What follows belongs to an exercise in optimizing a design on an open flow for small area; a production flow would make more cautious choices.
Only simulation tests tie the RTL to the original design; equivalence was not proved.
Power figures rest on the tool's default switching activity, not on a simulated workload.

==> flow/design.v (excerpt) <==
module sird_rx (
    input  wire        clk,
    input  wire        rst,           
    input  wire        in_valid,
    input  wire [9:0]  in_code,       
    output wire        mk_valid,
    output wire        mk_capt,       
    output wire        mk_ok,
    output wire [7:0]  mk_num,
    output wire        hdr_valid,
    output wire        hdr_ok,
    output wire [1:0]  hdr_mode,
    output wire        hdr_latch,
    output wire [1:0]  hdr_rdiv,
    output wire [9:0]  hdr_mf,
    output wire [7:0]  hdr_quota,
    output wire [7:0]  hdr_cmd_len,
    output wire [7:0]  hdr_cycle,
    output wire        cmd_valid,
    output wire        cmd_ok,
    output wire        body_valid,
    output wire [7:0]  body_data,
    output wire        seg_valid,
    output wire        seg_ok,
    output wire        seg_bad,       
    output wire [7:0]  seg_pos,
    output wire [7:0]  seg_nstat,
    output wire [10:0] seg_len,
    output wire        seg_fmt_ok,    
    output wire [5:0]  seg_nsb,       
    output wire [4:0]  seg_kinds,     
    output wire        pi_valid,
    output wire [4:0]  pi_pos,
    output wire [23:0] pi_sample,
    output wire [7:0]  pi_cnt,
    output wire        trn_valid,
    output wire [5:0]  trn_nseg,
    output wire        trn_abort,
    output wire        trn_trunc,
    output wire        trn_stray,
    output wire        trn_hdr_bad,
    output reg  [15:0] code_errs,
    output reg  [15:0] crc_errs,
    output reg  [15:0] trains_lost
);
Size: about 1,000 cells after synthesis, roughly 210 flip-flops, roughly 9800 um^2 of cells after synthesis.
Settings: LEC_CHECK=0, CAP_MARGIN=20, CORE_MARGIN=2, CORE_UTILIZATION=60, CTS_BUF_LIST=sky130_fd_sc_hd__clkbuf_8, CTS_CLUSTER_DIAMETER=60, SLEW_MARGIN=20; clock period 10.0 ns.
standard.sh (not shown) runs the stock make flow with config.mk's settings and CLKGATE_MAP_FILE= SYNTH_SCRIPT=/design/flow/synth_recipe.tcl, a recipe that flattens the netlist after the stock synthesis.
==> flow/flow/run.sh <==
#!/bin/bash
# Own layout flow: the standard layout (standard.sh) with two changes:
#  - synthesis is the standard flow's own synth_recipe.tcl, except that ABC maps the
#    logic with an area-oriented script (flow/area.abc) in place of ORFS's
#    speed script; the registers are left as the standard synthesis makes them;
#  - each port gets the smallest buffer, buf_1, in place of the default one.
# make's full output goes to make_finish.log here; ORFS keeps each step's
# log under orfs/logs.
set -euo pipefail
W=$(pwd)
bash standard.sh "SYNTH_SCRIPT=$W/flow/my_synth.tcl" \
    "BUFFER_PORTS_ARGS=-buffer_cell sky130_fd_sc_hd__buf_1" finish > make_finish.log 2>&1
==> flow/flow/area.abc <==
strash
&get -n
&deepsyn -T 60
&dch
&nf -p -R 1000
&put
==> flow/flow/my_synth.tcl <==
# synth_recipe.tcl, with the main ABC mapping run on flow/area.abc
set my_dir [file dirname [file normalize [info script]]]
proc abc {args} {
  global my_dir
  set i [lsearch -exact $args -script]
  if { $i >= 0 && [string match *abc_speed.script [lindex $args [expr { $i + 1 }]]] } {
    set args [lreplace $args [expr { $i + 1 }] [expr { $i + 1 }] $my_dir/area.abc]
  }
  yosys abc {*}$args
}
source [file join $my_dir .. synth_recipe.tcl]
Edit:
==> flow/flow/run.sh (replaced) <==
#!/bin/bash
# Own layout flow: the standard layout (standard.sh) with these changes:
#  - synthesis is the standard flow's own synth_recipe.tcl, except that ABC maps the
#    logic with an area-oriented script (flow/area.abc) in place of ORFS's
#    speed script, and adders are left to ABC rather than mapped to half
#    and full adder cells first; the registers are left as the standard
#    synthesis makes them;
#  - each port gets the smallest buffer, buf_1, in place of the default one;
#  - clock tree synthesis clusters the registers in larger groups, each
#    driven by one clkbuf_8, and adds no dummy loads to the tree.
# make's full output goes to make_finish.log here; ORFS keeps each step's
# log under orfs/logs.
set -euo pipefail
W=$(pwd)
bash standard.sh "SYNTH_SCRIPT=$W/flow/my_synth.tcl" "ADDER_MAP_FILE=" \
    "BUFFER_PORTS_ARGS=-buffer_cell sky130_fd_sc_hd__buf_1" \
    "CTS_ARGS=-sink_clustering_enable -repair_clock_nets -dont_use_dummy_load -sink_buffer_max_cap_derate 0.3 -sink_clustering_size 12 -sink_clustering_max_diameter 150 -buf_list sky130_fd_sc_hd__clkbuf_8" \
    finish > make_finish.log 2>&1
After rerunning: The new run finished with timing, DRC and antenna clean; total power decreases by 17%; sequential cell count is unchanged; die area goes down by 7.0%; fmax grows by 16%; final cell count drops by 10%; cell area decreases by 9.9%; wire length drops by 3.3%; clock power is lower by 41%; via count came out lower by 6.4%; sequential power climbs by about 0.4%; critical path depth fell by 5.

==> port drivers added, routing unchanged <==
In the flow no input, the clock included, has a driving cell. The finished layouts below were timed again as built, in two steps. Step 1: set_driving_cell puts a clkbuf_16 on clk and a buf_2 on each other input, an assumption about the parent block. Step 2 moves the port delays by t, midway between the first and last clock arrival at a register: inputs arrive t later, outputs are due t later. That takes back most of the time a late clock gives input paths. Three values: no drivers, after step 1, after step 2; two values: the first two.
run | t (ns) | slack for setup (ns) | slew at the worst register clock pin (ns) | cell pins on the clock port's net
the first run | 0.542 | 1.594 / 1.553 / 2.047 | 0.06 / 0.06 | 1
the second run | 0.532 | 2.755 / 2.716 / 3.247 | 0.08 / 0.08 | 1
After both steps setup and hold are still met in every run listed.
